Background: an optimization exercise with open tools, aiming at small area. Do not read the settings as production practice.
Function was checked by simulation only, so behaviour that the tests miss may differ from the original.
Power figures rest on the tool's default switching activity, not on a simulated workload.

==> flow/design.v (outline; a module is shown in full before it is edited, if it fits) <==
// module yx_cvt32: 2038 lines
module yx_cvt32(clk, rst, in_valid, in_bits, in_code, in_ftz, in_sat, out_valid, out_bits, out_sat, out_flush);
  // ...
==> flow/flow/run.sh <==
#!/bin/bash
# The standard layout (bash standard.sh) with the combinational logic
# re-mapped for area between synthesis and floorplan:
#  1. the standard synthesis, unchanged (bash standard.sh synth);
#  2. Yosys re-maps its combinational cells with ABC's area mapper
#     (flow/remap.ys) from a copy of the platform library without the cells
#     it marks don't-use; the registers stay the synthesis's own instances;
#  3. the rest of the standard flow from that netlist, with the smallest
#     buffer on every input and output port and the synthesis buffers removed
#     at floorplan (ORFS's REMOVE_ABC_BUFFERS) instead of a timing repair.
# Each tool's full output is kept: ORFS's in orfs/logs/, make's in
# make_synth.log and make.log, Yosys's re-map in remap/yosys.log.
set -euo pipefail
here=$(pwd)
export BUFFER_PORTS_ARGS="-buffer_cell sky130_fd_sc_hd__buf_1"
export REMOVE_ABC_BUFFERS=1

bash standard.sh synth > make_synth.log 2>&1

res="$here/orfs/results/$FLOW_PLATFORM/yx_cvt32/base"
query() {
  make -s -C "$FLOW_HOME" DESIGN_CONFIG="$here/config.mk" WORK_HOME="$here/orfs" "print-$1" \
    | sed -n "s/^$1: //p"
}
lib=$(query LIB_FILES)
dont_use=$(query DONT_USE_CELLS)
mkdir -p remap
python3 flow/filter_lib.py $lib remap/remap.lib $dont_use
cp "$res/1_2_yosys.v" remap/standard_synth.v
yosys -l remap/yosys.log -q -s flow/remap.ys > /dev/null 2>&1
rm -f abc.history
cp remap/remapped.v "$res/1_2_yosys.v"

bash standard.sh > make.log 2>&1
==> flow/flow/filter_lib.py <==
#!/usr/bin/env python3
"""Copy a Liberty file without the cells named on the command line, so that
OpenROAD's restructure (which maps with ABC straight from a Liberty file and
does not read set_dont_use) cannot pick cells the platform marks don't-use.
usage: filter_lib.py in.lib out.lib cell [cell ...]"""
import re
import sys

src, dst, drop = sys.argv[1], sys.argv[2], set(sys.argv[3:])
cell_re = re.compile(r'^\s*cell\s*\(\s*"?([^")\s]+)"?\s*\)\s*\{')
skipping, depth = False, 0
with open(src) as fin, open(dst, "w") as fout:
    for line in fin:
        if not skipping:
            m = cell_re.match(line)
            if m and m.group(1) in drop:
                skipping, depth = True, 0
        if skipping:
            depth += line.count("{") - line.count("}")
            if depth <= 0:
                skipping = False
            continue
        fout.write(line)
==> flow/flow/remap.ys <==
# Re-map the combinational logic of the standard synthesis netlist for area,
# with ABC's area-oriented mapper (amap) at a higher effort than ORFS uses.
# The registers stay the very instances the standard synthesis made: their
# cell is read as a black box, so they keep their names and cell type.
read_liberty -ignore_miss_func remap/remap.lib
blackbox sky130_fd_sc_hd__dfxtp_1
read_verilog -overwrite remap/standard_synth.v
hierarchy -top yx_cvt32
flatten
opt_clean -purge
abc -liberty remap/remap.lib -script +strash;dch,-f;amap,-F,100,-A,400,-C,5000
opt_clean -purge
hilomap -singleton -hicell sky130_fd_sc_hd__conb_1 HI -locell sky130_fd_sc_hd__conb_1 LO
opt_clean -purge
stat -liberty remap/remap.lib
select yx_cvt32
write_verilog -noattr -noexpr -nohex -nodec -selected remap/remapped.v
==> flow/standard.sh <==
#!/bin/bash
# synth_recipe.tcl (not shown) runs the flow's synth.tcl, then flattens the netlist and writes it again
# the make line also repeats each setting of config.mk as NAME=value (left out here)
make -C /OpenROAD-flow-scripts/flow DESIGN_CONFIG=/design/flow/config.mk WORK_HOME=/design/flow/orfs CLKGATE_MAP_FILE= SYNTH_SCRIPT=/design/flow/synth_recipe.tcl "${@:-finish}"
==> flow/config.mk <==
export PLATFORM = sky130hd
export DESIGN_NAME = yx_cvt32
export DESIGN_NICKNAME = yx_cvt32
export VERILOG_FILES = /design/flow/design.v
export SDC_FILE = /design/flow/constraint.sdc
export NUM_CORES = 4
export LEC_CHECK = 0
export ABC_AREA = 1
export CAP_MARGIN = 20
export CORE_MARGIN = 2
export CORE_UTILIZATION = 40
export CTS_BUF_LIST = sky130_fd_sc_hd__clkbuf_8
export GPL_TIMING_DRIVEN = 0
export SLEW_MARGIN = 20
==> flow/constraint.sdc <==
create_clock -name core_clock -period 16.0 [get_ports {clk}]
set_input_delay 3.2000 -clock core_clock [delete_from_list [all_inputs] [get_ports {clk}]]
set_output_delay 3.2000 -clock core_clock [all_outputs]
set_load 0.01 [all_outputs]
==> impl_results.md, run 1 <==
- Global Route met3 Usage: 6.62%
- Final setup violating endpoints: 0
- Setup crit start kind: input pin
- Hold crit path type: input pin to flip-flop
- Final Critical Period: roughly 15 ns
- Initial standard-cell utilization of the core: 41.7%
- Cell at the root of the clock tree: sky130_fd_sc_hd__clkbuf_8
- Clock tree cell share of total cell area: 2.59%
- Wire length on met3: around 1700 um
- Die ar.: 9970 um^2
- Share of the final layout cell area in multi-input gates: 64.1%
- Number of multi-input combinational cells: between 400 and 500
- Yosys synthesis warning count: 1
- Global Route Usage Sum: a little under a third
- First-pass iteration count of the detailed router: 6
- Wire length on met1: 7150 um
- Share of post-route cells with drive strength above 1: between 4 and 5%
- Area post-placement: 4180 um^2
- Well-tap cell count: 108
- Uppermost layer routed: met4
- Number of vias per cell after detailed routing: 6.54
- Crit path capture type: flip-flop
- Number of antenna-violating nets in the routed design: 0
- Result of the run: complete, no violations
- Worst hold slack across all endpoints: 3.05 ns
- Data buffer area share: 8.56%
- Via count of the first global-routing pass: 4,607
- Clock buffers: 5
- Post-route cell area: 4360 um^2
- Leading cell types in the layout, fill and taps excluded: 88 x sky130_fd_sc_hd__nor2_1, 79 x sky130_fd_sc_hd__o21ai_0, 74 x sky130_fd_sc_hd__buf_1
- H-tree depth: 2
- GR Util met2: 47.7%
- Lkg Pwr: around 1.4 nW
- Flip-flop count of the largest register after layout: 32
- Category of the critical setup timing path: input pin to flip-flop
- Cts bufs inserted: 5
- Seq cells: 35
- Slowest stage cell on the critical path: sky130_fd_sc_hd__or4_1
- Worst setup path endpoint: out_bits[21]
- Post-layout worst setup margin: 1.19 ns
- Portion of total power attributed to the clock network: a little under a fifth
- Number of antenna violations at the first check in global routing: 0
- Seq area share: 16.1%
- Wire length of the first global-routing pass: 24,800 um
- Clock Pin Slew Worst Setup and Hold Paths: 0.08 ns
==> run 2: changes to the inputs <==
==> flow/flow/run.sh (replaced) <==
#!/bin/bash
# The standard layout (bash standard.sh, the standard flow's own ORFS run) with these
# changes to how cells are chosen:
#  - the smallest buffer on every input and output port, not the one ORFS picks;
#  - the buffers ABC put in at synthesis are removed at floorplan (ORFS's
#    REMOVE_ABC_BUFFERS) instead of a timing repair there;
#  - after floorplan, flow/post_floorplan.tcl re-maps the combinational logic
#    for area (OpenROAD's restructure) and swaps any cell still sized up for
#    the smallest of the same function; the later repair steps size up again
#    wherever slew or timing needs it.
# Each tool's full output stays in orfs/logs/; make's own output goes to make.log.
set -euo pipefail
here=$(pwd)
export BUFFER_PORTS_ARGS="-buffer_cell sky130_fd_sc_hd__buf_1"
export REMOVE_ABC_BUFFERS=1
export POST_FLOORPLAN_TCL="$here/flow/post_floorplan.tcl"
# CTS as ORFS runs it, without the dummy loads it adds to balance the tree
export CTS_ARGS="-sink_clustering_enable -repair_clock_nets -buf_list sky130_fd_sc_hd__clkbuf_4 -root_buf sky130_fd_sc_hd__clkbuf_8 -sink_clustering_size 10 -dont_use_dummy_load"
bash standard.sh > make.log 2>&1
==> flow/flow/downsize.tcl (new file) <==
# Swap each combinational cell that synthesis sized up for the smallest cell
# of the same function (same name up to the drive-strength suffix) that the
# flow may use; the later repair steps size cells up again where timing or
# slew needs it. Registers, tie cells and tap cells are left alone.
set block [ord::get_db_block]
set db [ord::get_db]
set dont_use {}
if { [info exists ::env(DONT_USE_CELLS)] } { set dont_use $::env(DONT_USE_CELLS) }
array set best {}
foreach lib [$db getLibs] {
  foreach m [$lib getMasters] {
    set n [$m getName]
    if { ![regexp {^(sky130_fd_sc_hd__[a-z0-9]+)_([0-9]+)$} $n -> base drv] } { continue }
    if { [lsearch -exact $dont_use $n] >= 0 } { continue }
    if { [llength [get_lib_cells */$n]] == 0 } { continue }
    set a [expr { [$m getWidth] * [$m getHeight] }]
    if { ![info exists best($base)] || $a < [lindex $best($base) 1] } {
      set best($base) [list $n $a]
    }
  }
}
set swapped 0
foreach inst [$block getInsts] {
  set n [[$inst getMaster] getName]
  if { ![regexp {^(sky130_fd_sc_hd__[a-z0-9]+)_([0-9]+)$} $n -> base drv] } { continue }
  if { [regexp {__(df|dl|sdf|conb|tap|fill|decap|diode|clk)} $n] } { continue }
  if { ![info exists best($base)] } { continue }
  set to [lindex $best($base) 0]
  if { $to ne $n } {
    replace_cell [$inst getName] $to
    incr swapped
  }
}
puts "downsize: swapped $swapped cells for smaller ones of the same function"
==> flow/flow/post_floorplan.tcl (new file) <==
# Runs after ORFS's floorplan step (POST_FLOORPLAN_TCL). It only changes which
# cells implement the combinational logic; registers, ports and constraints
# stay as the standard synthesis left them.
#  1. remove the buffers ABC put in at synthesis;
#  2. re-map the combinational logic for area with OpenROAD's restructure
#     (ABC inside OpenROAD), which also checks the result against timing;
#  3. swap any cell that is still sized up for the smallest cell of the same
#     function (flow/downsize.tcl); later repair steps size up where needed.
remove_buffers
set rmp_dir [file join $::env(OBJECTS_DIR) rmp_work]
file mkdir $rmp_dir
# restructure maps from a Liberty file and ignores set_dont_use: give it a
# copy of the library without the don't-use cells.
set lib_file [file join $rmp_dir rmp.lib]
exec python3 [file join [file dirname [info script]] filter_lib.py] \
  [lindex $::env(LIB_FILES) 0] $lib_file {*}$::env(DONT_USE_CELLS)
set tielo [lindex $::env(TIELO_CELL_AND_PORT) 0]/[lindex $::env(TIELO_CELL_AND_PORT) 1]
set tiehi [lindex $::env(TIEHI_CELL_AND_PORT) 0]/[lindex $::env(TIEHI_CELL_AND_PORT) 1]
report_design_area
restructure -target area -liberty_file $lib_file -tielo_port $tielo -tiehi_port $tiehi \
  -work_dir $rmp_dir -abc_logfile [file join $rmp_dir abc.log]
report_design_area
source [file join [file dirname [info script]] downsize.tcl]
report_design_area
--- a/flow/config.mk
+++ b/flow/config.mk
@@ -7,8 +7,8 @@
 export LEC_CHECK = 0
 export ABC_AREA = 1
-export CAP_MARGIN = 20
+export CAP_MARGIN = 0
 export CORE_MARGIN = 2
 export CORE_UTILIZATION = 40
 export CTS_BUF_LIST = sky130_fd_sc_hd__clkbuf_8
 export GPL_TIMING_DRIVEN = 0
-export SLEW_MARGIN = 20
+export SLEW_MARGIN = 0
removed: flow/flow/remap.ys
==> impl_results.md, run 2 <==
- Maximum VDD drop: 0.0265 mV
- Maximum number of pins on one net before global-route repair: 28
- Mean instance size in the synthesized netlist: 5.75 um^2
- Delay of the slowest cell on the worst path: 0.58 ns
- Final Critical Period: 14.57 ns (-0.245 ns)
- GRT Residual Overflow: 0
- Arrival time of the worst setup path: 14.76 ns
- Max-slew violation count: 0
- Half-perimeter wire length after placement: 11,700 um
- Clock Pin Slew Worst Setup and Hold Paths: 0.06 ns (-0.02 ns)
- Most numerous cell types in the synthesized netlist: 259 x sky130_fd_sc_hd__nand2_1, 155 x sky130_fd_sc_hd__nand3_1, 115 x sky130_fd_sc_hd__inv_1
- H-tree depth: 2 (unchanged)
- Via count of the first global-routing pass: 4,510 (-2.1%)
- Cell at the root of the clock tree: sky130_fd_sc_hd__clkbuf_8
- Critical path origin: in_code[1]
- Vert. Die Dim: about 120 um
- Clock sink total: 35
- Hold Fails Final Rpt: 0
- First-pass iteration count of the detailed router: 7 (+1)
- Wire length per cell after detailed routing: 17.5 um
- First DRT Iteration DRCs: approximately 630
- Fin nets: 711
- Most common library cell in the layout ignoring fill and taps: sky130_fd_sc_hd__nor2_1
- Area growth, synth to finish: -14.9%
- Instance count of the mapped netlist: 897
- TritonCTS clock tree: yes
- Result of the run: complete, no violations
- Critical-path maximum fanout: 22
- WP data required: 16.19 ns
- Number of antenna-violating nets in the routed design: 0 (unchanged)
- Leading post-synthesis cells by cell area: sky130_fd_sc_hd__nand2_1 19%, sky130_fd_sc_hd__nand3_1 15%, sky130_fd_sc_hd__dfxtp_1 14%
- Sequential element share of the synthesized area: 13.6%
- Leading cell types in the layout, fill and taps excluded: 90 x sky130_fd_sc_hd__nor2_1, 75 x sky130_fd_sc_hd__buf_1, 75 x sky130_fd_sc_hd__clkinv_1
- Power per cell area: roughly 91 nW/um^2
- Hold crit path type: input pin to flip-flop
- Total DRC errors in the routed layout: 0
- Number of enable-type register cells in the synthesized netlist: 0
- Share of the cycle needed by the critical path after routing: 91.1%
- Flip-flop and latch count after synthesis: 35
- Cell with the most instances after synthesis: sky130_fd_sc_hd__nand2_1
- Total number of placement rows: 41
- Lkg Pwr: 1.36 nW (-4.3%)
- Proportion of synthesized flip-flops having asynchronous set or reset: 0%
- Count of buffers inserted at the top-level ports: 75
- Primary FF master, synth: sky130_fd_sc_hd__dfxtp_1
- Net switching power: between 150 and 200 uW
- # fillers: ~1,400
- Post-CTS setup buffer count: 0
- Worst hold slack across all endpoints: 3.07 ns (+0.0158 ns)
- Worst setup path endpoint: out_bits[27]
- Portion of total power attributed to the clock network: 14.2% (-4.9 points)
- Cts bufs inserted: 5 (unchanged)
- Area of the placeable core: 12,600 um^2
- Worst slack after detailed placement: 1.59 ns
- Die ar.: 13,800 um^2 (+39%)
- Wire length of the first global-routing pass: 23,100 um (-6.9%)
- Largest Register: out_bits
- Global Route Usage Sum: 20.4% (-11 points)
- Chip Width: 118 um
- Category of the critical setup timing path: input pin to flip-flop
- Post-layout worst setup margin: 1.43 ns (+0.245 ns)
- Top-Level Pins: 76
- Internal power component: 208 uW
- Final setup violating endpoints: 0 (unchanged)
- Crit path capture type: flip-flop
- Number of vias per cell after detailed routing: 5.87 (-10%)
- Setup repair after global routing missed its margin: false
- Number of max-cap violations: 0
- Worst slew pin tran: 1.21 ns
- Synthesized area: 5160 um^2
- Diode count: 0
- Gate power share: 60.0%
- Count of cells resized by post-cts repair: 0
- Relative slew margins: 18.7%
- Hold buffer count at CTS: 0
- Setup crit start kind: input pin
- Top achievable clock speed: 68.6 MHz
- Final GP Congestion: 0.986
- Post-synthesis cell type count: 55
- Area share of the largest cell type after synthesis: 18.9%
- Switching share of power: a little under half
- Number of antenna violations at the first check in global routing: 0 (unchanged)
- Share of post-route cells with drive strength above 1: 1.80% (-2.4 points)
- Slowest stage cell on the critical path: sky130_fd_sc_hd__a221oi_1
- Via total after detailed routing: 4,929
- Maximum root-to-sink buffer count: 2
- Initial standard-cell utilization of the core: 40.9% (-0.88 points)
- Sequential power share: ~26%
- Routed Wire Length: 14,700 um
- Flip-flop count of the largest register after layout: 32 (unchanged)
- Yosys synthesis warning count: 1 (unchanged)
- Cell type with the largest total area after synthesis: sky130_fd_sc_hd__nand2_1
## run 2: critical path: cells and delay by family
family                 cells  cell delay (ns)
AND/OR/NAND/NOR           15             4.27
AO/OA/AOI/OAI             18             4.73
buffers and inverters     10             2.52
## run 2: worst min path at each step
stage               startpoint        end  slack (ns)  cells after the start
CTS                        rst  out_valid        3.06                      2
global placement           rst  out_valid        3.35                      2
finish                     rst  out_valid        3.07                      2
global route               rst  out_valid        3.07                      2
floorplan                  rst  out_valid        3.27                      1
detailed placement         rst  out_valid        3.36                      2
## run 2: per-stage QoR
step           area (um^2)  util [%]  std cells  setup TNS [ns]  total power [mW]
2_1_floorplan         5000         -        869               0             0.318
3_3_place_gp          4270      33.8        831          -40.93             0.336
3_5_place_dp          4320      34.2        835               0             0.336
4_1_cts               4390      34.8        840               0             0.394
5_1_grt               4390      34.8        840               0             0.425
6_report              4390      34.8        840               0             0.398
## run 2: layout make-up
class                      count  area (um^2)  share of cell area (%)
tap                          172          215                    4.90
clock buffer                   5         68.8                    1.57
inverter                      75          282                    6.42
timing repair buffer          79          315                    7.19
multi-input combinational    474         2810                    64.0
sequential                    35          701                    16.0
## run 2: per-layer routing
layer	wire, um	global-route usage [%]	up-vias
met2	6440	32.0	256
li1	-	-	2438
met4	521	9.04	0
met3	1300	3.59	45
met1	6420	27.2	2190
met5	0	0	-
## run 2: cell families after synthesis
logic type	share of synthesized area [%]
and+or+nand+nor	52.6
buffers and inverters	12.5
AOI/OAI and AO/OA	11.8
DFF	13.6
adders and majority gates	8.30
xor gates and xnor gates	1.19
## run 2: power groups by stage
| stage | clock network, mW | registers, mW | logic, mW |
|---|---|---|---|
| after floorplan | 0 | 0.114 | 0.204 |
| after global placement | 0 | 0.105 | 0.231 |
| after detailed placement | 0 | 0.105 | 0.231 |
| final | 0.0567 | 0.103 | 0.239 |
| after CTS | 0.0590 | 0.103 | 0.232 |
| after global routing | 0.0616 | 0.104 | 0.259 |
==> run 3: changes to the inputs <==
--- a/flow/flow/run.sh
+++ b/flow/flow/run.sh
@@ -15,5 +15,3 @@
 export REMOVE_ABC_BUFFERS=1
 export POST_FLOORPLAN_TCL="$here/flow/post_floorplan.tcl"
-# CTS as ORFS runs it, without the dummy loads it adds to balance the tree
-export CTS_ARGS="-sink_clustering_enable -repair_clock_nets -buf_list sky130_fd_sc_hd__clkbuf_4 -root_buf sky130_fd_sc_hd__clkbuf_8 -sink_clustering_size 10 -dont_use_dummy_load"
 bash standard.sh > make.log 2>&1
--- a/flow/config.mk
+++ b/flow/config.mk
@@ -7,8 +7,8 @@
 export LEC_CHECK = 0
 export ABC_AREA = 1
-export CAP_MARGIN = 0
+export CAP_MARGIN = 20
 export CORE_MARGIN = 2
 export CORE_UTILIZATION = 40
 export CTS_BUF_LIST = sky130_fd_sc_hd__clkbuf_8
 export GPL_TIMING_DRIVEN = 0
-export SLEW_MARGIN = 0
+export SLEW_MARGIN = 20
==> impl_results.md, run 3 <==
- Result of the run: complete, no violations
- Maximum VDD drop: 0.0278 mV (+5.0%)
- Post-CTS setup buffer count: 0 (unchanged)
- Total DRC errors in the routed layout: 0 (unchanged)
- Setup crit start kind: input pin
- Area share of the largest cell type after synthesis: 18.9% (unchanged)
- Post-Route Utilization: 35.2% (+0.43 points)
- Via count of the first global-routing pass: 4,462 (-1.1%)
- Diode count: 0 (unchanged)
- Cts bufs inserted: 5 (unchanged)
- Switching share of power: 46.4% (-1.4 points)
- Slowest stage cell on the critical path: sky130_fd_sc_hd__a221oi_1
- Sequential element share of the synthesized area: 13.6% (unchanged)
- Arrival time of the worst setup path: 15.07 ns (+0.31 ns)
- Maximum number of pins on one net before global-route repair: 28 (unchanged)
- Wire length on met3: 1540 um (+19%)
- Met2 wire length: 6530 um (+1.3%)
- Power per cell area: 95.0 nW/um^2 (+4.6%)
- Setup repair after global routing missed its margin: false
- Count of cells resized by post-cts repair: 0 (unchanged)
- Mean instance size in the synthesized netlist: 5.75 um^2 (unchanged)
- Largest delay contributor family on the critical path: compound AO/OA/AOI/OAI gates
- GRT Residual Overflow: 0 (unchanged)
- Area taken by flip-flops and latches: 701 um^2 (unchanged)
- Clock Pin Slew Worst Setup and Hold Paths: 0.07 ns (about the same)
- Endpoint with the worst hold slack: out_valid
- Delay of the slowest cell on the worst path: 0.61 ns (+0.03 ns)
- Origin of the worst min-delay path: rst
- Multi-input gate area: 2810 um^2 (+0.22%)
- Critical-path maximum fanout: 22 (unchanged)
- Leading cell types in the layout, fill and taps excluded: 89 x sky130_fd_sc_hd__nor2_1, 75 x sky130_fd_sc_hd__buf_1, 75 x sky130_fd_sc_hd__clkinv_1
- WP data required: 16.21 ns (+0.02 ns)
- Worst hold path cell count: 2 (unchanged)
- Routed Wire Length: 14,800 um (+0.74%)
- Total number of placement rows: 41 (unchanged)
- Crit path capture type: flip-flop
- Chip Width: 118 um (unchanged)
- Area growth, synth to finish: -13.9%
- Sequential power share: 24.3% (-1.5 points)
- Net switching power: 196 uW (+2.7%)
- Internal power component: 226 uW (+8.9%)
- Initial standard-cell utilization of the core: 40.9% (unchanged)
- Flip-flop count of the largest register after layout: 32 (unchanged)
- Relative slew margins: 35.1% (+16 points)
- Wire length on met1: 6330 um (-1.4%)
- Hold crit path type: input pin to flip-flop
- Synthesized area: 5160 um^2 (unchanged)
- Half-perimeter wire length after placement: 11,800 um (+1.0%)
- Worst slew pin tran: 0.966 ns (-0.249 ns)
- Max-slew violation count: 0 (unchanged)
- Cell at the root of the clock tree: sky130_fd_sc_hd__clkbuf_8
- Final setup violating endpoints: 0 (unchanged)
- Count of buffering cells on the critical path with inverters included: 10 (unchanged)
- Share of post-route cells with drive strength above 1: 2.68% (+0.88 points)
- Post-synthesis cell type count: 55 (unchanged)
- Flip-flop and latch count after synthesis: 35 (unchanged)
- Via total after detailed routing: 5,004 (+1.5%)
- Gate power share: 56.6% (-3.4 points)
- Final Critical Period: 14.86 ns (+0.288 ns)
- Instance count of the mapped netlist: 897 (unchanged)
- Share of the cycle needed by the critical path after routing: 92.9% (+1.8 points)
- Wire length of the first global-routing pass: 23,200 um (+0.39%)
- Final standard cell count with taps included and fillers excluded: 844 (+0.48%)
- Hold buffer count at CTS: 0 (unchanged)
- Clock sink total: 35 (unchanged)
- Global Route Usage Sum: 20.5% (+0.16 points)
- Most common library cell in the layout ignoring fill and taps: sky130_fd_sc_hd__nor2_1
- Number of enable-type register cells in the synthesized netlist: 0 (unchanged)
- Top-Level Pins: 76 (unchanged)
- Worst slack after detailed placement: 1.33 ns (-0.263 ns)
- First DRT Iteration DRCs: 610 (-3.6%)
- Post-layout worst setup margin: 1.14 ns (-0.288 ns)
- Lkg Pwr: 1.38 nW (+2.0%)
- Count of buffers inserted at the top-level ports: 75 (unchanged)
- Maximum root-to-sink buffer count: 2 (unchanged)
- TritonCTS clock tree: yes
- Number of antenna violations at the first check in global routing: 0 (unchanged)
- Fin nets: 712 (+0.14%)
- Vert. Die Dim: 118 um (unchanged)
- Final GP Congestion: 0.986 (unchanged)
- H-tree depth: 2 (unchanged)
- Uppermost layer routed: met4
- Total Neg Setup Slack: 0 ns (unchanged)
- Yosys synthesis warning count: 1 (unchanged)
- Cell with the most instances after synthesis: sky130_fd_sc_hd__nand2_1
- Most numerous cell types in the synthesized netlist: 259 x sky130_fd_sc_hd__nand2_1, 155 x sky130_fd_sc_hd__nand3_1, 115 x sky130_fd_sc_hd__inv_1
- Number of vias per cell after detailed routing: 5.93 (+1.0%)
- First-pass iteration count of the detailed router: 6 (-1)
- Primary FF master, synth: sky130_fd_sc_hd__dfxtp_1
- Number of cells after detailed placement: 836 (+0.12%)
- Number of max-cap violations: 0 (unchanged)
- Leading post-synthesis cells by cell area: sky130_fd_sc_hd__nand2_1 19%, sky130_fd_sc_hd__nand3_1 15%, sky130_fd_sc_hd__dfxtp_1 14%
- Portion of total power attributed to the clock network: 19.1% (+4.9 points)
- Cell type with the largest total area after synthesis: sky130_fd_sc_hd__nand2_1
- Number of antenna-violating nets in the routed design: 0 (unchanged)
- Wire length per cell after detailed routing: 17.5 um (+0.26%)
- Category of the critical setup timing path: input pin to flip-flop
- # fillers: 1,426 (-0.97%)
- Power consumption: 422 uW (+5.9%)
- Top achievable clock speed: 67.3 MHz (-1.9%)
- Proportion of synthesized flip-flops having asynchronous set or reset: 0% (unchanged)
- Largest Register: out_bits
- Area of the placeable core: 12,600 um^2 (unchanged)
- Die ar.: 13,800 um^2 (unchanged)
- Hold Fails Final Rpt: 0 (unchanged)
run 3: cell counts after synthesis:
No cell type changed its count.
run 3: per-layer routing:
metal	vias to the layer above	track usage [%]
li1	2432	-
met5	-	0
met3	35	3.20
met2	311	31.9
met4	0	7.53
met1	2226	28.6
run 3: per-stage QoR:
step                cell area [um^2]  hold slack [ns]
floorplan                       5000             3.27
finish                          4440             3.05
detailed placement              4330             3.36
global route                    4440             3.05
CTS                             4440             3.04
global placement                4270             3.35
run 3: power groups by stage:
stage / combinational, mW / sequential (mW) / clock [mW]
final: 0.239 / 0.103 / 0.0805
after detailed placement: 0.232 / 0.105 / 0
after global routing: 0.259 / 0.104 / 0.0857
after floorplan: 0.204 / 0.114 / 0
after global placement: 0.231 / 0.105 / 0
after CTS: 0.233 / 0.103 / 0.0823
run 3: final cells by class:
cell class                      instances  share of cell area [%]
Multi-Input combinational cell        474                    63.3
Sequential cell                        35                    15.8
Timing Repair Buffer                   80                    7.18
Inverter                               75                    6.34
Tap cell                              172                    4.85
Clock buffer                            5                    1.55
Clock inverter                          3                   0.986
run 3: cell families (layout without fill, tap and decap cells):
| group | count (synthesis) | after routing | share of synthesized area (%) |
|---|---|---|---|
| compound gates | 96 | 259 | 11.8 |
| fa+ha+maj | 33 | 0 | 8.30 |
| buf+inv | 157 | 163 | 12.5 |
| flops | 35 | 35 | 13.6 |
| simple gates | 569 | 210 | 52.6 |
| xor+xnor | 7 | 5 | 1.19 |
run 3: worst max path at each step:
stage / cells after the start / from / slack, ns / end
floorplan: 65 / in_code[0] / 4.09 / out_bits[30]
global placement: 49 / in_code[1] / -1.69 / out_bits[30]
detailed placement: 56 / in_code[1] / 1.33 / out_bits[30]
CTS: 56 / in_code[1] / 1.59 / out_bits[30]
global route: 44 / in_code[1] / 0.27 / out_bits[27]
finish: 43 / in_code[1] / 1.14 / out_bits[27]
==> run 4: changes to the inputs <==
--- a/flow/flow/run.sh
+++ b/flow/flow/run.sh
@@ -15,3 +15,5 @@
 export REMOVE_ABC_BUFFERS=1
 export POST_FLOORPLAN_TCL="$here/flow/post_floorplan.tcl"
+# CTS as ORFS runs it, without the dummy loads it adds to balance the tree
+export CTS_ARGS="-sink_clustering_enable -repair_clock_nets -buf_list sky130_fd_sc_hd__clkbuf_8 -dont_use_dummy_load"
 bash standard.sh > make.log 2>&1
--- a/flow/config.mk
+++ b/flow/config.mk
@@ -7,8 +7,8 @@
 export LEC_CHECK = 0
 export ABC_AREA = 1
-export CAP_MARGIN = 20
+export CAP_MARGIN = 10
 export CORE_MARGIN = 2
 export CORE_UTILIZATION = 40
 export CTS_BUF_LIST = sky130_fd_sc_hd__clkbuf_8
 export GPL_TIMING_DRIVEN = 0
-export SLEW_MARGIN = 20
+export SLEW_MARGIN = 10
==> impl_results.md, run 4 <==
- Result of the run: complete, no violations
- Critical-path maximum fanout: 22 (unchanged)
- Maximum root-to-sink buffer count: 2 (unchanged)
- Number of vias per cell after detailed routing: 5.99 (+1.1%)
- Worst slew pin tran: 1.19 ns (+0.219 ns)
- Most common library cell in the layout ignoring fill and taps: sky130_fd_sc_hd__nor2_1
- Multi-input gate area: 2810 um^2 (-0.22%)
- Maximum VDD drop: 0.0311 mV (+12%)
- Leading post-synthesis cells by cell area: sky130_fd_sc_hd__nand2_1 19%, sky130_fd_sc_hd__nand3_1 15%, sky130_fd_sc_hd__dfxtp_1 14%
- TritonCTS clock tree: yes
- Top achievable clock speed: 68.0 MHz (+1.0%)
- Cell type with the largest total area after synthesis: sky130_fd_sc_hd__nand2_1
- Endpoint with the worst hold slack: out_valid
- Area growth, synth to finish: -14.5%
- Total DRC errors in the routed layout: 0 (unchanged)
- Final Critical Period: 14.70 ns (-0.152 ns)
- Category of the critical setup timing path: input pin to flip-flop
- Area taken by flip-flops and latches: 701 um^2 (unchanged)
- Most numerous cell types in the synthesized netlist: 259 x sky130_fd_sc_hd__nand2_1, 155 x sky130_fd_sc_hd__nand3_1, 115 x sky130_fd_sc_hd__inv_1
- Flip-flop count of the largest register after layout: 32 (unchanged)
- Sequential element share of the synthesized area: 13.6% (unchanged)
- Max-slew violation count: 0 (unchanged)
- Final GP Congestion: 0.986 (unchanged)
- Total number of placement rows: 41 (unchanged)
- Via total after detailed routing: 5,045 (+0.82%)
- Largest Register: out_bits
- Delay of the slowest cell on the worst path: 0.55 ns (-0.06 ns)
- Primary FF master, synth: sky130_fd_sc_hd__dfxtp_1
- Post-route cell area: 4410 um^2 (-0.76%)
- Area post-placement: 4340 um^2 (+0.29%)
- Setup crit start kind: input pin
- Mean instance size in the synthesized netlist: 5.75 um^2 (unchanged)
- Vert. Die Dim: 118 um (unchanged)
- Number of antenna-violating nets in the routed design: 0 (unchanged)
- Final setup violating endpoints: 0 (unchanged)
- Post-CTS setup buffer count: 0 (unchanged)
- Cell at the root of the clock tree: sky130_fd_sc_hd__clkbuf_8
- Count of buffers inserted at the top-level ports: 75 (unchanged)
- Share of the cycle needed by the critical path after routing: 91.9% (-0.95 points)
- GRT Residual Overflow: 0 (unchanged)
- Maximum number of pins on one net before global-route repair: 28 (unchanged)
- Number of max-cap violations: 0 (unchanged)
- Cell with the most instances after synthesis: sky130_fd_sc_hd__nand2_1
- First-pass iteration count of the detailed router: 6 (unchanged)
- Share of post-route cells with drive strength above 1: 2.09% (-0.59 points)
- # fillers: 1,415 (-0.77%)
- Final standard cell count with taps included and fillers excluded: 842 (-0.24%)
- Post-Route Utilization: 34.9% (-0.27 points)
- WP data required: 16.21 ns (about the same)
- Slowest stage cell on the critical path: sky130_fd_sc_hd__a221oi_1
- Worst hold path cell count: 2 (unchanged)
- Cts bufs inserted: 5 (unchanged)
- Power per cell area: 90.8 nW/um^2 (-4.4%)
- Half-perimeter wire length after placement: 11,800 um (-0.41%)
- Chip Width: 118 um (unchanged)
- Number of antenna violations at the first check in global routing: 0 (unchanged)
- Crit path capture type: flip-flop
- Initial standard-cell utilization of the core: 40.9% (unchanged)
- Proportion of synthesized flip-flops having asynchronous set or reset: 0% (unchanged)
- First DRT Iteration DRCs: 535 (-12%)
- Hold Fails Final Rpt: 0 (unchanged)
- Post-synthesis cell type count: 55 (unchanged)
- Global Route Usage Sum: 20.4% (-0.15 points)
- Diode count: 0 (unchanged)
- Leading cell types in the layout, fill and taps excluded: 90 x sky130_fd_sc_hd__nor2_1, 75 x sky130_fd_sc_hd__buf_1, 75 x sky130_fd_sc_hd__clkinv_1
- Via count of the first global-routing pass: 4,471 (+0.20%)
- Count of cells resized by post-cts repair: 0 (unchanged)
- Routed Wire Length: 14,800 um (-0.21%)
- Relative slew margins: 20.7% (-14 points)
- Die ar.: 13,800 um^2 (unchanged)
- Clock Pin Slew Worst Setup and Hold Paths: 0.06 ns (about the same)
- Arrival time of the worst setup path: 14.91 ns (-0.16 ns)
- Synthesized area: 5160 um^2 (unchanged)
- Fin nets: 713 (+0.14%)
- Hold crit path type: input pin to flip-flop
- Area share of the largest cell type after synthesis: 18.9% (unchanged)
- H-tree depth: 2 (unchanged)
- Power consumption: 400 uW (-5.2%)
- Flip-flop and latch count after synthesis: 35 (unchanged)
- Setup repair after global routing missed its margin: false
- Instance count of the mapped netlist: 897 (unchanged)
- Number of cells after detailed placement: 837 (+0.12%)
- Clock sink total: 35 (unchanged)
- Origin of the worst min-delay path: rst
- Wire length per cell after detailed routing: 17.5 um (about the same)
- Number of enable-type register cells in the synthesized netlist: 0 (unchanged)
- Top-Level Pins: 76 (unchanged)
- Lkg Pwr: 1.37 nW (-1.1%)
- Hold buffer count at CTS: 0 (unchanged)
- Wire length of the first global-routing pass: 23,100 um (-0.27%)
- Worst hold slack across all endpoints: 3.06 ns (+0.0106 ns)
- Yosys synthesis warning count: 1 (unchanged)
- Area of the placeable core: 12,600 um^2 (unchanged)
run 4: stage by stage:
| step | TNS, ns | setup WS, ns |
|---|---|---|
| CTS | 0 | 1.64 |
| global route | 0 | 0.257 |
| finish | 0 | 1.30 |
| detailed placement | 0 | 1.40 |
| global placement | -40.93 | -1.69 |
| floorplan | 0 | 4.09 |
run 4: cells by family (layout without fill, tap and decap cells):
logic type / after synthesis / after routing / share of synthesized area, %
AND/OR/NAND/NOR: 569 / 210 / 52.6
buffers and inverters: 157 / 161 / 12.5
AO/OA/AOI/OAI: 96 / 259 / 11.8
flip-flops: 35 / 35 / 13.6
adder cells (fa/ha/maj): 33 / 0 / 8.30
XOR/XNOR: 7 / 5 / 1.19
run 4: layout make-up:
cell class | count | area share, %
Sequential cell | 35 | 15.9
Multi-Input combinational cell | 474 | 63.7
Inverter | 75 | 6.39
Timing Repair Buffer | 81 | 7.61
Tap cell | 172 | 4.88
Clock buffer | 5 | 1.56
run 4: critical path, delay by kind of cell:
family / cells / cell delay [ns]
AO/OA/AOI/OAI: 18 / 4.67
buffers and inverters: 10 / 2.56
AND/OR/NAND/NOR: 15 / 4.45
run 4: power by group:
| part | total [mW] | internal, mW | switching, mW |
|---|---|---|---|
| clock network | 0.0566 | 0.0280 | 0.0286 |
| logic | 0.241 | 0.0808 | 0.160 |
| registers | 0.103 | 0.100 | 0.00274 |
run 4: routing by layer:
metal / share of wire, % / vias to the layer above / track usage [%]
met3: 9.6 / 43 / 3.63
li1: - / 2427 / -
met1: 44 / 2258 / 27.7
met2: 43 / 317 / 32.3
met4: 3.2 / 0 / 7.30
met5: 0 / - / 0
run 4: worst max path at each step:
stage	startpoint	to	cells after the start
3_5_place_dp	in_code[1]	out_bits[30]	56
4_1_cts	in_code[1]	out_bits[30]	56
6_report	in_code[1]	out_bits[27]	43
2_1_floorplan	in_code[0]	out_bits[30]	65
3_3_place_gp	in_code[1]	out_bits[30]	49
5_1_grt	in_code[1]	out_bits[30]	57
==> run 5: changes to the inputs <==
--- a/flow/config.mk
+++ b/flow/config.mk
@@ -9,6 +9,7 @@
 export CAP_MARGIN = 10
 export CORE_MARGIN = 2
-export CORE_UTILIZATION = 40
+export CORE_UTILIZATION = 65
 export CTS_BUF_LIST = sky130_fd_sc_hd__clkbuf_8
 export GPL_TIMING_DRIVEN = 0
+export PLACE_DENSITY = 0.8
 export SLEW_MARGIN = 10
==> impl_results.md, run 5 <==
- Simple-gate share of the synthesized area: 52.6% (unchanged)
- Flip-flop and latch count after synthesis: 35 (unchanged)
- Yosys synthesis warning count: 1 (unchanged)
- Slowest stage cell on the critical path: sky130_fd_sc_hd__a221oi_1
- Half-perimeter wire length after placement: 12,100 um (+2.9%)
- Hold crit path type: input pin to flip-flop
- Area of the placeable core: 7690 um^2 (-39%)
- Instance count of the mapped netlist: 897 (unchanged)
- Chip Width: 93.1 um (-21%)
- Worst slew pin tran: 1.21 ns (+0.0217 ns)
- Post-synthesis cell type count: 55 (unchanged)
- Endpoint with the worst hold slack: out_valid
- Share of synthesized area spent on multiplexers: 0% (unchanged)
- Sequential power share: 25.6% (about the same)
- Number of antenna violations at the first check in global routing: 0 (unchanged)
- Max-slew violation count: 0 (unchanged)
- Largest Register: out_bits
- Maximum root-to-sink buffer count: 2 (unchanged)
- Sequential element share of the synthesized area: 13.6% (unchanged)
- Leading post-synthesis cells by cell area: sky130_fd_sc_hd__nand2_1 19%, sky130_fd_sc_hd__nand3_1 15%, sky130_fd_sc_hd__dfxtp_1 14%
- Fin nets: 713 (unchanged)
- Cell type with the largest total area after synthesis: sky130_fd_sc_hd__nand2_1
- Arithmetic-cell share of the synthesized area counting full adders, half adders and majority gates: 8.30% (unchanged)
- Final setup violating endpoints: 0 (unchanged)
- Number of antenna-violating nets in the routed design: 0 (unchanged)
- Diode count: 0 (unchanged)
- Portion of total power attributed to the clock network: 14.3% (about the same)
- Worst hold path cell count: 2 (unchanged)
- Clock sink total: 35 (unchanged)
- Post-layout worst setup margin: 0.981 ns (-0.314 ns)
- # fillers: 791 (-44%)
- Number of max-cap violations: 0 (unchanged)
- Setup repair after global routing missed its margin: false
- Power per cell area: 93.4 nW/um^2 (+2.9%)
- Most Frequent Cell on Critical Path: sky130_fd_sc_hd__nor2_1
- Wire length of the first global-routing pass: 23,700 um (+2.5%)
- Mean instance size in the synthesized netlist: 5.75 um^2 (unchanged)
- Post-Route Utilization: 56.2% (+21 points)
- Wire length per cell after detailed routing: 19.7 um (+12%)
- Top achievable clock speed: 66.6 MHz (-2.1%)
- Routed Wire Length: 15,200 um (+3.0%)
- Cell with the most instances after synthesis: sky130_fd_sc_hd__nand2_1
- Number of enable-type register cells in the synthesized netlist: 0 (unchanged)
- Via total after detailed routing: 5,211 (+3.3%)
- Worst hold slack across all endpoints: 3.05 ns (-0.00696 ns)
- Synthesized area: 5160 um^2 (unchanged)
- Worst slack after detailed placement: 1.32 ns (-0.0839 ns)
- Die ar.: 8660 um^2 (-37%)
- Cell at the root of the clock tree: sky130_fd_sc_hd__clkbuf_8
- Maximum number of pins on one net before global-route repair: 28 (unchanged)
- Area share of the largest cell type after synthesis: 18.9% (unchanged)
- H-tree depth: 2 (unchanged)
- Synthesized-area fraction occupied by ao, oa, aoi and oai cells: 11.8% (unchanged)
- Most numerous cell types in the synthesized netlist: 259 x sky130_fd_sc_hd__nand2_1, 155 x sky130_fd_sc_hd__nand3_1, 115 x sky130_fd_sc_hd__inv_1
- Vert. Die Dim: 93.1 um (-21%)
- Total number of placement rows: 32 (-22%)
- Proportion of synthesized flip-flops having asynchronous set or reset: 0% (unchanged)
- GRT Residual Overflow: 0 (unchanged)
- Hold buffer count at CTS: 0 (unchanged)
- Via count of the first global-routing pass: 4,596 (+2.8%)
- WP data required: 16.20 ns (about the same)
- Relative slew margins: 19.2% (-1.5 points)
- Clock Pin Slew Worst Setup and Hold Paths: 0.08 ns (+0.02 ns)
- Flip-flop count of the largest register after layout: 32 (unchanged)
- Share of post-route cells with drive strength above 1: 2.39% (+0.30 points)
- Category of the critical setup timing path: input pin to flip-flop
- Top-Level Pins: 76 (unchanged)
- Cts bufs inserted: 5 (unchanged)
- Crit path capture type: flip-flop
- Area growth, synth to finish: -16.3%
- Internal power component: 208 uW (-0.23%)
- Most common library cell in the layout ignoring fill and taps: sky130_fd_sc_hd__nor2_1
- First DRT Iteration DRCs: 736 (+38%)
- Delay of the slowest cell on the worst path: 0.63 ns (+0.08 ns)
- Origin of the worst min-delay path: rst
- Number of vias per cell after detailed routing: 6.75 (+13%)
- Final Critical Period: 15.02 ns (+0.314 ns)
- Switching share of power: 48.4% (+0.54 points)
- Share of the cycle needed by the critical path after routing: 93.9% (+2.0 points)
- Primary FF master, synth: sky130_fd_sc_hd__dfxtp_1
- Count of buffers inserted at the top-level ports: 75 (unchanged)
- First-pass iteration count of the detailed router: 8 (+2)
- Dominant combinational cell family by area after synthesis: simple AND/OR/NAND/NOR gates
- Hold Fails Final Rpt: 0 (unchanged)
- Maximum VDD drop: 0.0430 mV (+38%)
- Global Route Usage Sum: 34.7% (+14 points)
- TritonCTS clock tree: yes
- Net switching power: 195 uW (+2.0%)
- Arrival time of the worst setup path: 15.22 ns (+0.31 ns)
- Gate power share: 60.1% (about the same)
- Final GP Congestion: 0.992 (+0.66%)
- Lkg Pwr: 1.36 nW (-0.43%)
- Initial standard-cell utilization of the core: 67.1% (+26 points)
- Post-Synth XOR/XNOR Area: 1.19% (unchanged)
- Setup crit start kind: input pin
- Total DRC errors in the routed layout: 0 (unchanged)
- Result of the run: complete, no violations
- Leading cell types in the layout, fill and taps excluded: 90 x sky130_fd_sc_hd__nor2_1, 75 x sky130_fd_sc_hd__buf_1, 73 x sky130_fd_sc_hd__clkinv_1
- Critical-path maximum fanout: 22 (unchanged)
## run 5: cell counts after synthesis
Identical to the previous run, type by type.
## run 5: per-layer routing
| layer | track usage, % | part of all wire [%] |
|---|---|---|
| met1 | 50.0 | 42 |
| met2 | 52.0 | 43 |
| met3 | 7.09 | 12 |
| met4 | 10.4 | 2.6 |
| met5 | 0 | 0 |
## run 5: worst max-delay path: cells and delay by family
family | cells | cell delay [ns]
AO/OA/AOI/OAI | 18 | 4.85
AND/OR/NAND/NOR | 15 | 4.59
buffers and inverters | 10 | 2.53
## run 5: how the worst max path moves through the flow
| stage | startpoint | endpoint | slack [ns] | cells after the start |
|---|---|---|---|---|
| floorplan | in_code[0] | out_bits[30] | 4.09 | 65 |
| global placement | in_code[1] | out_bits[29] | -1.63 | 37 |
| detailed placement | in_code[1] | out_bits[30] | 1.32 | 56 |
| CTS | in_code[1] | out_bits[30] | 1.54 | 56 |
| global route | in_code[1] | out_bits[30] | 0.16 | 54 |
| finish | in_code[1] | out_bits[29] | 0.98 | 43 |
## run 5: cell type report
cell class                      instances  area [um^2]  area share [%]
Tap cell                              102          128            2.96
Sequential cell                        35          701            16.2
Clock buffer                            5         68.8            1.59
Timing Repair Buffer                   81          325            7.53
Multi-Input combinational cell        474         2810            65.0
Inverter                               75          289            6.69
## run 5: cell families after synthesis
kind of cell               count (synthesis)
AOI/OAI and AO/OA                         96
and+or+nand+nor                          569
adders and majority gates                 33
buffers and inverters                    157
xor gates and xnor gates                   7
DFF                                       35
## run 5: repair_timing
item,CTS,global route
gates resized for setup,0,2
endpoints found under the setup margin,0,1
setup buffers,0,0
## run 5: per-stage QoR
| step | power, mW | TNS [ns] | std cells | cell area, um^2 |
|---|---|---|---|---|
| 2_1_floorplan | 0.318 | 0 | 869 | 5000 |
| 3_3_place_gp | 0.334 | -41.11 | 761 | 4180 |
| 3_5_place_dp | 0.337 | 0 | 767 | 4240 |
| 4_1_cts | 0.395 | 0 | 772 | 4310 |
| 5_1_grt | 0.428 | 0 | 772 | 4320 |
| 6_report | 0.403 | 0 | 772 | 4320 |
## run 5: power groups by stage
stage	logic (mW)	registers (mW)	clock network [mW]
3_5_place_dp	0.232	0.105	0
3_3_place_gp	0.229	0.105	0
4_1_cts	0.233	0.103	0.0593
2_1_floorplan	0.204	0.114	0
6_report	0.243	0.103	0.0576
5_1_grt	0.261	0.104	0.0624

## re-timing with driven ports
The flow's constraints put no driver on any port. The routed layouts listed below were extracted and timed again, unchanged, in two steps. Step 1: set_driving_cell puts a clkbuf_16 on clk and a buf_2 on each other input, an assumption about the parent block. Step 2 adds t to the input delays and takes it off the output delays; t is the mean of the earliest and latest rising clock arrival at the registers after step 1. Input paths then give back, and output paths get back, about the clock's delay inside the block. Slacks: ideal / step 1 / step 2; pairs: ideal / step 1.
run	t, ns	slack for setup (ns)	latest minus earliest clock arrival (ns)	slew at the worst register clock pin (ns)	worst slew at a driven data input, ns
run 1	0.327	1.187 / 1.199 / 0.872	0.003 / 0.003	0.08 / 0.08	0.04
run 2	0.312	1.432 / 1.440 / 1.128	0.026 / 0.026	0.08 / 0.08	0.04
run 3	0.321	1.144 / 1.153 / 0.833	0.013 / 0.013	0.08 / 0.08	0.04
run 4	0.315	1.295 / 1.306 / 0.991	0.017 / 0.018	0.07 / 0.07	0.04
run 5	0.309	0.981 / 0.990 / 0.681	0.019 / 0.020	0.08 / 0.08	0.04
After both steps setup and hold are still met in every run listed. For run 1, which loses most, drivers alone change the setup slack by +0.012 ns; drivers and shift together by -0.315 ns.
